Context: an optimization exercise on an open-source flow, tuned for small area. The choices shown serve that exercise and are no tape-out recipe. RTL that was checked went through simulation tests only; none was proved equivalent to the original.

==> inputs of exp/lagoon <==
==> flow/design.v (excerpt) <==
module fb_port (
    input  wire        clk,
    input  wire        rst,               
    input  wire [35:0] time_now,          
    input  wire [3:0]  fb_in,             
    input  wire [1:0]  cfg_mode,          
    input  wire [7:0]  cfg_filt_n,
    input  wire [3:0]  cfg_pol,
    input  wire        cfg_dir,
    input  wire [7:0]  cfg_err_limit,
    input  wire [15:0] cfg_err_decay,     
    input  wire        cfg_alarm_en,
    input  wire [1:0]  cfg_z_mode,
    input  wire [2:0]  cfg_z_gate,
    input  wire [35:0] cfg_index_period,
    input  wire [15:0] cfg_index_tol,
    input  wire [15:0] cfg_hall_ill_t,    
    input  wire        z_arm,
    input  wire        fault_reset,
    input  wire [1:0]  latch_clr,
    output reg  [35:0] pos,
    output reg  [35:0] edge_time,
    output wire [3:0]  lines,
    output wire [7:0]  hall_sector,
    output reg  [7:0]  err_level,
    output reg  [35:0] err_count,
    output reg  [1:0]  latch,
    output reg  [35:0] index_pos,
    output reg  [35:0] index_time,
    output reg  [35:0] index_count,
    output wire [13:0] status
);
export LEC_CHECK = 0
export CAP_MARGIN = 20
export CORE_MARGIN = 2
export CORE_UTILIZATION = 40
export SLEW_MARGIN = 20
create_clock -name core_clock -period 12.0 [get_ports {clk}]
standard.sh (not shown) runs the stock make flow with config.mk's settings and CLKGATE_MAP_FILE= SYNTH_SCRIPT=/design/flow/synth_recipe.tcl, a recipe that flattens the netlist after the stock synthesis.
==> flow/flow/run.sh <==
#!/bin/bash
# Standard layout, with the smallest buffer on the ports and no dummy
# clock-tree loads.
set -euo pipefail
export BUFFER_PORTS_ARGS="-buffer_cell sky130_fd_sc_hd__buf_1"
export CTS_ARGS="-sink_clustering_enable -repair_clock_nets -dont_use_dummy_load"
bash standard.sh > standard.log 2>&1
==> inputs of exp/umber, as changes to exp/lagoon <==
--- a/flow/design.v
+++ b/flow/design.v
@@ -273,65 +273,78 @@
         else     chk_pend <= z_act && (cfg_z_mode == 2'd1) && (cfg_index_period != 36'd0) && ref_ok;
     end
     wire        d_neg = nsteps[35];
     wire [34:0] d_a   = nsteps[34:0] ^ {35{d_neg}};
     wire [15:0] al    = d_a[15:0];
     wire [19:0] ah    = {1'b0, d_a[34:16]};
-    wire [15:0] npl   = ~cfg_index_period[15:0];
+    wire [15:0] pl    = cfg_index_period[15:0];
     wire [19:0] ph    = cfg_index_period[35:16];
     wire [15:0] tl    = cfg_index_tol;
-    wire [16:0] cb, c0, c1, y0, y1;
-    wire [15:0] x;
-    assign cb[0] = 1'b1;
-    assign c0[0] = 1'b1;
-    assign c1[0] = 1'b1;
-    assign y0[0] = d_neg;
-    assign y1[0] = d_neg;
+    wire [16:0] lc, k0, k1;
+    wire [15:0] dl;
+    assign lc[0] = 1'b1;
+    assign k0[0] = d_neg;
+    assign k1[0] = d_neg;
     generate for (gi = 0; gi < 16; gi = gi + 1) begin : g_lo
-        assign cb[gi+1] = (al[gi] & npl[gi]) | ((al[gi] | npl[gi]) & cb[gi]);
-        assign x[gi]    = al[gi] ^ npl[gi] ^ ~tl[gi];
-        assign y0[gi+1] = (al[gi] & npl[gi]) | ((al[gi] | npl[gi]) & ~tl[gi]);
-        assign y1[gi+1] = (al[gi] & npl[gi]) | ((al[gi] | npl[gi]) & tl[gi]);
-        assign c0[gi+1] = (x[gi] & y0[gi]) | ((x[gi] | y0[gi]) & c0[gi]);
-        assign c1[gi+1] = (~x[gi] & y1[gi]) | ((~x[gi] | y1[gi]) & c1[gi]);
+        wire b = ~pl[gi];
+        assign dl[gi]   = al[gi] ^ b ^ lc[gi];
+        assign lc[gi+1] = (al[gi] & b) | (al[gi] & lc[gi]) | (b & lc[gi]);
+        assign k0[gi+1] = (dl[gi] & ~tl[gi]) | (dl[gi] & k0[gi]) | (~tl[gi] & k0[gi]);
+        assign k1[gi+1] = (dl[gi] & tl[gi]) | (dl[gi] & k1[gi]) | (tl[gi] & k1[gi]);
     end endgenerate
-    wire bl = !cb[16];
-    wire b0 = bl ? (y0[16] | c0[16]) : (y0[16] & c0[16]);
-    wire b1 = bl ? !(y1[16] | c1[16]) : !(y1[16] & c1[16]);
-    wire [10:0] hl = {1'b0, ah[9:0]}   - {1'b0, ph[9:0]};
-    wire [10:0] hu = {1'b0, ah[19:10]} - {1'b0, ph[19:10]};
-    wire hl_z  = (hl == 11'h000);
-    wire hl_p1 = (hl == 11'h001);
-    wire hl_m1 = (hl == 11'h7FF);
-    wire hl_x1 = (hl == 11'h401);    
-    wire hl_x2 = (hl == 11'h3FF);    
-    wire hu_z  = (hu == 11'h000);
-    wire hu_p1 = (hu == 11'h001);
-    wire hu_m1 = (hu == 11'h7FF);
-    wire h_z   = hu_z & hl_z;
-    wire h_p1  = (hu_z & hl_p1) | (hu_p1 & hl_x1);
-    wire h_m1  = (hu_z & hl_m1) | (hu_m1 & hl_x2);
+    wire bl = !lc[16];
+    wire b0 = k0[16];
+    wire b1 = !k1[16];
+    wire [10:0] hl, hu;
+    wire [10:0] hlc, huc;
+    assign hlc[0] = 1'b1;
+    assign huc[0] = 1'b1;
+    generate for (gi = 0; gi < 10; gi = gi + 1) begin : g_hi
+        wire bl_ = ~ph[gi];
+        wire bu_ = ~ph[gi+10];
+        assign hl[gi]    = ah[gi] ^ bl_ ^ hlc[gi];
+        assign hlc[gi+1] = (ah[gi] & bl_) | (ah[gi] & hlc[gi]) | (bl_ & hlc[gi]);
+        assign hu[gi]    = ah[gi+10] ^ bu_ ^ huc[gi];
+        assign huc[gi+1] = (ah[gi+10] & bu_) | (ah[gi+10] & huc[gi]) | (bu_ & huc[gi]);
+    end endgenerate
+    assign hl[10] = ~hlc[10];
+    assign hu[10] = ~huc[10];
+    wire hl_z9 = ~|hl[9:1];
+    wire hl_o9 = &hl[9:1];
+    wire hu_z  = ~|hu[10:1];
+    wire hu_o  = &hu[10:1];
+    wire hl_z  = hl_z9 & !hl[10] & !hl[0];
+    wire hl_p1 = hl_z9 & !hl[10] &  hl[0];
+    wire hl_x1 = hl_z9 &  hl[10] &  hl[0];    
+    wire hl_m1 = hl_o9 &  hl[10] &  hl[0];
+    wire hl_x2 = hl_o9 & !hl[10] &  hl[0];    
+    wire h_z   = hu_z & !hu[0] & hl_z;
+    wire h_p1  = (hu_z & !hu[0] & hl_p1) | (hu_z & hu[0] & hl_x1);
+    wire h_m1  = (hu_z & !hu[0] & hl_m1) | (hu_o & hu[0] & hl_x2);
     wire g_hi0  = bl ? h_p1 : h_z;
     wire g_him1 = bl ? h_z  : h_m1;
     wire        dist_bad = !(g_hi0 || g_him1) || (g_hi0 && b0) || (g_him1 && b1);
     wire        dist_set = chk_pend && dist_bad;
     wire ic_lo = &index_count[17:0];
-    wire ix_s  = !rst && z_act;
-    wire ix_h  = !rst && !z_act;
     wire [35:0] ic_nx;
     wire [36:0] ic_c;
     assign ic_c[0] = z_act;
     generate for (gi = 0; gi < 36; gi = gi + 1) begin : g_ic
         wire a = index_count[gi];
         wire c = (gi == 18) ? (z_act & ic_lo) : ic_c[gi];
         assign ic_nx[gi]  = a ^ c;
         assign ic_c[gi+1] = a & c;
     end endgenerate
     always @(posedge clk) begin
-        index_pos  <= ({36{ix_s}} & pos_nx)   | ({36{ix_h}} & index_pos);
-        index_time <= ({36{ix_s}} & run_t[2]) | ({36{ix_h}} & index_time);
+        if (rst) begin
+            index_pos   <= 36'd0;
+            index_time  <= 36'd0;
+        end else if (z_act) begin
+            index_pos   <= pos_nx;
+            index_time  <= run_t[2];
+        end
         if (rst) index_count <= 36'd0;
         else     index_count <= ic_nx;
     end
     always @(posedge clk) begin
         if (rst || mode_entry) begin
             z_armed       <= 1'b0;
==> flow/flow/run.sh (replaced) <==
#!/bin/bash
# Standard layout, with the smallest buffer on the ports, small clock
# buffers and no dummy clock-tree loads.
set -euo pipefail
export BUFFER_PORTS_ARGS="-buffer_cell sky130_fd_sc_hd__buf_1"
export CTS_ARGS="-sink_clustering_enable -repair_clock_nets -dont_use_dummy_load -buf_list sky130_fd_sc_hd__clkbuf_8 -sink_clustering_size 14 -sink_clustering_max_diameter 60"
bash standard.sh > standard.log 2>&1
==> inputs of exp/maple, as changes to exp/lagoon <==
--- a/flow/design.v
+++ b/flow/design.v
@@ -273,65 +273,73 @@
         else     chk_pend <= z_act && (cfg_z_mode == 2'd1) && (cfg_index_period != 36'd0) && ref_ok;
     end
     wire        d_neg = nsteps[35];
     wire [34:0] d_a   = nsteps[34:0] ^ {35{d_neg}};
     wire [15:0] al    = d_a[15:0];
     wire [19:0] ah    = {1'b0, d_a[34:16]};
-    wire [15:0] npl   = ~cfg_index_period[15:0];
+    wire [15:0] pl    = cfg_index_period[15:0];
     wire [19:0] ph    = cfg_index_period[35:16];
     wire [15:0] tl    = cfg_index_tol;
-    wire [16:0] cb, c0, c1, y0, y1;
-    wire [15:0] x;
-    assign cb[0] = 1'b1;
-    assign c0[0] = 1'b1;
-    assign c1[0] = 1'b1;
-    assign y0[0] = d_neg;
-    assign y1[0] = d_neg;
+    wire [16:0] lc, k0, k1;
+    wire [15:0] dl;
+    assign lc[0] = 1'b1;
+    assign k0[0] = d_neg;
+    assign k1[0] = d_neg;
     generate for (gi = 0; gi < 16; gi = gi + 1) begin : g_lo
-        assign cb[gi+1] = (al[gi] & npl[gi]) | ((al[gi] | npl[gi]) & cb[gi]);
-        assign x[gi]    = al[gi] ^ npl[gi] ^ ~tl[gi];
-        assign y0[gi+1] = (al[gi] & npl[gi]) | ((al[gi] | npl[gi]) & ~tl[gi]);
-        assign y1[gi+1] = (al[gi] & npl[gi]) | ((al[gi] | npl[gi]) & tl[gi]);
-        assign c0[gi+1] = (x[gi] & y0[gi]) | ((x[gi] | y0[gi]) & c0[gi]);
-        assign c1[gi+1] = (~x[gi] & y1[gi]) | ((~x[gi] | y1[gi]) & c1[gi]);
+        wire b = ~pl[gi];
+        assign dl[gi]   = al[gi] ^ b ^ lc[gi];
+        assign lc[gi+1] = (al[gi] & b) | (al[gi] & lc[gi]) | (b & lc[gi]);
+        assign k0[gi+1] = (dl[gi] & ~tl[gi]) | (dl[gi] & k0[gi]) | (~tl[gi] & k0[gi]);
+        assign k1[gi+1] = (dl[gi] & tl[gi]) | (dl[gi] & k1[gi]) | (tl[gi] & k1[gi]);
     end endgenerate
-    wire bl = !cb[16];
-    wire b0 = bl ? (y0[16] | c0[16]) : (y0[16] & c0[16]);
-    wire b1 = bl ? !(y1[16] | c1[16]) : !(y1[16] & c1[16]);
-    wire [10:0] hl = {1'b0, ah[9:0]}   - {1'b0, ph[9:0]};
-    wire [10:0] hu = {1'b0, ah[19:10]} - {1'b0, ph[19:10]};
-    wire hl_z  = (hl == 11'h000);
-    wire hl_p1 = (hl == 11'h001);
-    wire hl_m1 = (hl == 11'h7FF);
-    wire hl_x1 = (hl == 11'h401);    
-    wire hl_x2 = (hl == 11'h3FF);    
-    wire hu_z  = (hu == 11'h000);
-    wire hu_p1 = (hu == 11'h001);
-    wire hu_m1 = (hu == 11'h7FF);
-    wire h_z   = hu_z & hl_z;
-    wire h_p1  = (hu_z & hl_p1) | (hu_p1 & hl_x1);
-    wire h_m1  = (hu_z & hl_m1) | (hu_m1 & hl_x2);
+    wire bl = !lc[16];
+    wire b0 = k0[16];
+    wire b1 = !k1[16];
+    wire [10:0] hl, hu;
+    wire [10:0] hlc, huc;
+    assign hlc[0] = 1'b1;
+    assign huc[0] = 1'b1;
+    generate for (gi = 0; gi < 10; gi = gi + 1) begin : g_hi
+        wire bl_ = ~ph[gi];
+        wire bu_ = ~ph[gi+10];
+        assign hl[gi]    = ah[gi] ^ bl_ ^ hlc[gi];
+        assign hlc[gi+1] = (ah[gi] & bl_) | (ah[gi] & hlc[gi]) | (bl_ & hlc[gi]);
+        assign hu[gi]    = ah[gi+10] ^ bu_ ^ huc[gi];
+        assign huc[gi+1] = (ah[gi+10] & bu_) | (ah[gi+10] & huc[gi]) | (bu_ & huc[gi]);
+    end endgenerate
+    assign hl[10] = ~hlc[10];
+    assign hu[10] = ~huc[10];
+    wire hl_z9 = ~|hl[9:1];
+    wire hl_o9 = &hl[9:1];
+    wire hu_z  = ~|hu[10:1];
+    wire hu_o  = &hu[10:1];
+    wire hl_z  = hl_z9 & !hl[10] & !hl[0];
+    wire hl_p1 = hl_z9 & !hl[10] &  hl[0];
+    wire hl_x1 = hl_z9 &  hl[10] &  hl[0];    
+    wire hl_m1 = hl_o9 &  hl[10] &  hl[0];
+    wire hl_x2 = hl_o9 & !hl[10] &  hl[0];    
+    wire h_z   = hu_z & !hu[0] & hl_z;
+    wire h_p1  = (hu_z & !hu[0] & hl_p1) | (hu_z & hu[0] & hl_x1);
+    wire h_m1  = (hu_z & !hu[0] & hl_m1) | (hu_o & hu[0] & hl_x2);
     wire g_hi0  = bl ? h_p1 : h_z;
     wire g_him1 = bl ? h_z  : h_m1;
     wire        dist_bad = !(g_hi0 || g_him1) || (g_hi0 && b0) || (g_him1 && b1);
     wire        dist_set = chk_pend && dist_bad;
     wire ic_lo = &index_count[17:0];
-    wire ix_s  = !rst && z_act;
-    wire ix_h  = !rst && !z_act;
     wire [35:0] ic_nx;
     wire [36:0] ic_c;
     assign ic_c[0] = z_act;
     generate for (gi = 0; gi < 36; gi = gi + 1) begin : g_ic
         wire a = index_count[gi];
         wire c = (gi == 18) ? (z_act & ic_lo) : ic_c[gi];
         assign ic_nx[gi]  = a ^ c;
         assign ic_c[gi+1] = a & c;
     end endgenerate
     always @(posedge clk) begin
-        index_pos  <= ({36{ix_s}} & pos_nx)   | ({36{ix_h}} & index_pos);
-        index_time <= ({36{ix_s}} & run_t[2]) | ({36{ix_h}} & index_time);
+        index_pos  <= ({36{!rst && z_act}} & pos_nx)   | ({36{!rst && !z_act}} & index_pos);
+        index_time <= ({36{!rst && z_act}} & run_t[2]) | ({36{!rst && !z_act}} & index_time);
         if (rst) index_count <= 36'd0;
         else     index_count <= ic_nx;
     end
     always @(posedge clk) begin
         if (rst || mode_entry) begin
             z_armed       <= 1'b0;
==> flow/flow/run.sh (replaced) <==
#!/bin/bash
# The standard layout (standard.sh) with three changes:
#  - synthesis maps logic with an area-oriented ABC script (flow/synth.tcl),
#  - the ports get the smallest buffer (buf_1),
#  - the clock tree uses clkbuf_4 in clusters of at most 9 sinks, without
#    dummy loads.
set -euo pipefail
export BUFFER_PORTS_ARGS="-buffer_cell sky130_fd_sc_hd__buf_1"
export CTS_ARGS="-sink_clustering_enable -repair_clock_nets -dont_use_dummy_load -buf_list sky130_fd_sc_hd__clkbuf_4 -sink_clustering_size 9 -sink_clustering_max_diameter 50"
bash standard.sh SYNTH_SCRIPT="$PWD/flow/synth.tcl" finish > standard.log 2>&1
==> flow/flow/abc_area.script (new file) <==
strash
balance
rewrite
refactor
balance
rewrite -z
refactor -z
rewrite -z
balance
&get -n
&st
&dch -f
&nf -R 1000
&put
==> flow/flow/synth.tcl (new file) <==
# The standard flow's synthesis (synth_recipe.tcl in the work folder, sourced unchanged)
# with one change: ABC maps the logic with the area-oriented script
# abc_area.script beside this file instead of ORFS's speed script.
set ::area_abc_script [file join [file dirname [file normalize [info script]]] abc_area.script]
proc abc {args} {
  set i [lsearch -exact $args -script]
  if {$i >= 0} { lset args [expr {$i + 1}] $::area_abc_script }
  yosys abc {*}$args
}
source [file join [file dirname [file dirname [file normalize [info script]]]] synth_recipe.tcl]
==> impl_metrics.json <==
{
  "numCtsBuffers": 68,
  "wl_met2_mm": 22.6,
  "nNonClkInverters": 72,
  "post-route-period-util_pct": 92.6,
  "ys_seq_area_share_pct": 51.4,
  "clockRootBuffer": "clkbuf_4",
  "p_per_area_mw_per_mm2": 112,
  "whs_endpoint": "run_k[2][0]",
  "drt-wirelength-per-cell_um": 16.7,
  "status": "finished clean",
  "drtIter0Drc": 723,
  "htreeDepth": 3,
  "ir_drop_v": 0.0000730,
  "final_util_pct": 45.5,
  "wirelength_met1_mm": 20.0,
  "p_sw_share_pct": 23.6,
  "timing.rr.end": "index_pos[35]",
  "synth_top_family_by_area": "adder cells",
  "synth_compound_area_share_pct": 6.85,
  "yosys.area.top_type_share_pct": 35.3,
  "critPathMaxFanout": 15
}
(the above is from exp/maple)
==> impl_metrics.json <==
{
  "nNonClkInverters": 138,
  "ir_drop_v": 0.000112,
  "drtIter0Drc": 979,
  "clockRootBuffer": "clkbuf_16",
  "wl_met2_mm": 30.6,
  "final_util_pct": 45.3,
  "synth_top_family_by_area": "simple AND/OR/NAND/NOR gates",
  "wirelength_met1_mm": 25.5,
  "p_per_area_mw_per_mm2": 118,
  "critPathMaxFanout": 34,
  "numCtsBuffers": 50,
  "post-route-period-util_pct": 80.4,
  "p_sw_share_pct": 22.6,
  "timing.rr.end": "nsteps[17]",
  "status": "finished clean",
  "htreeDepth": 2
}
(the above is from exp/lagoon)
==> impl_metrics.json <==
{
  "status": "finished clean",
  "synth_top_family_by_area": "simple AND/OR/NAND/NOR gates",
  "nNonClkInverters": 67,
  "wirelength_met1_mm": 23.3,
  "yosys.area.top_type_share_pct": 32.5,
  "timing.rr.end": "latch[1]",
  "critPathMaxFanout": 4,
  "ys_seq_area_share_pct": 47.4,
  "drtIter0Drc": 783,
  "numCtsBuffers": 48,
  "ir_drop_v": 0.0000862,
  "wl_met2_mm": 25.5,
  "p_sw_share_pct": 23.5,
  "htreeDepth": 2,
  "p_per_area_mw_per_mm2": 111
}
(the above is from exp/umber)
Function not checked in exp/lagoon: the RTL went through the layout flow alone.

## re-timing with driven ports
In the flow no input, the clock included, has a driving cell. The finished layouts below were timed again as built, in two steps.
Step 1 assumes that a clkbuf_16 drives the clock port and a buf_2 every other input.
Step 2 adds t to the input delays and takes it off the output delays; t is the mean of the earliest and latest rising clock arrival at the registers after step 1. Input paths then give back, and output paths get back, about the clock's delay inside the block.
a / b / c = no drivers / after step 1 / after step 2; a / b = the first two.
run	t (ns)	slack for setup (ns)	hold slack, ns	worst register clock-pin slew, ns
exp/lagoon	0.620	2.358 / 2.377 / 1.757	0.401 / 0.401 / 0.401	0.06 / 0.06
exp/umber	0.665	1.900 / 1.933 / 1.267	0.408 / 0.408 / 0.408	0.09 / 0.09
exp/maple	0.805	0.891 / 0.902 / 0.097	0.407 / 0.407 / 0.407	0.10 / 0.10
After both steps setup and hold are still met in every run listed. For exp/maple, which loses most, drivers alone change the setup slack by +0.011 ns; drivers and shift together by -0.794 ns.
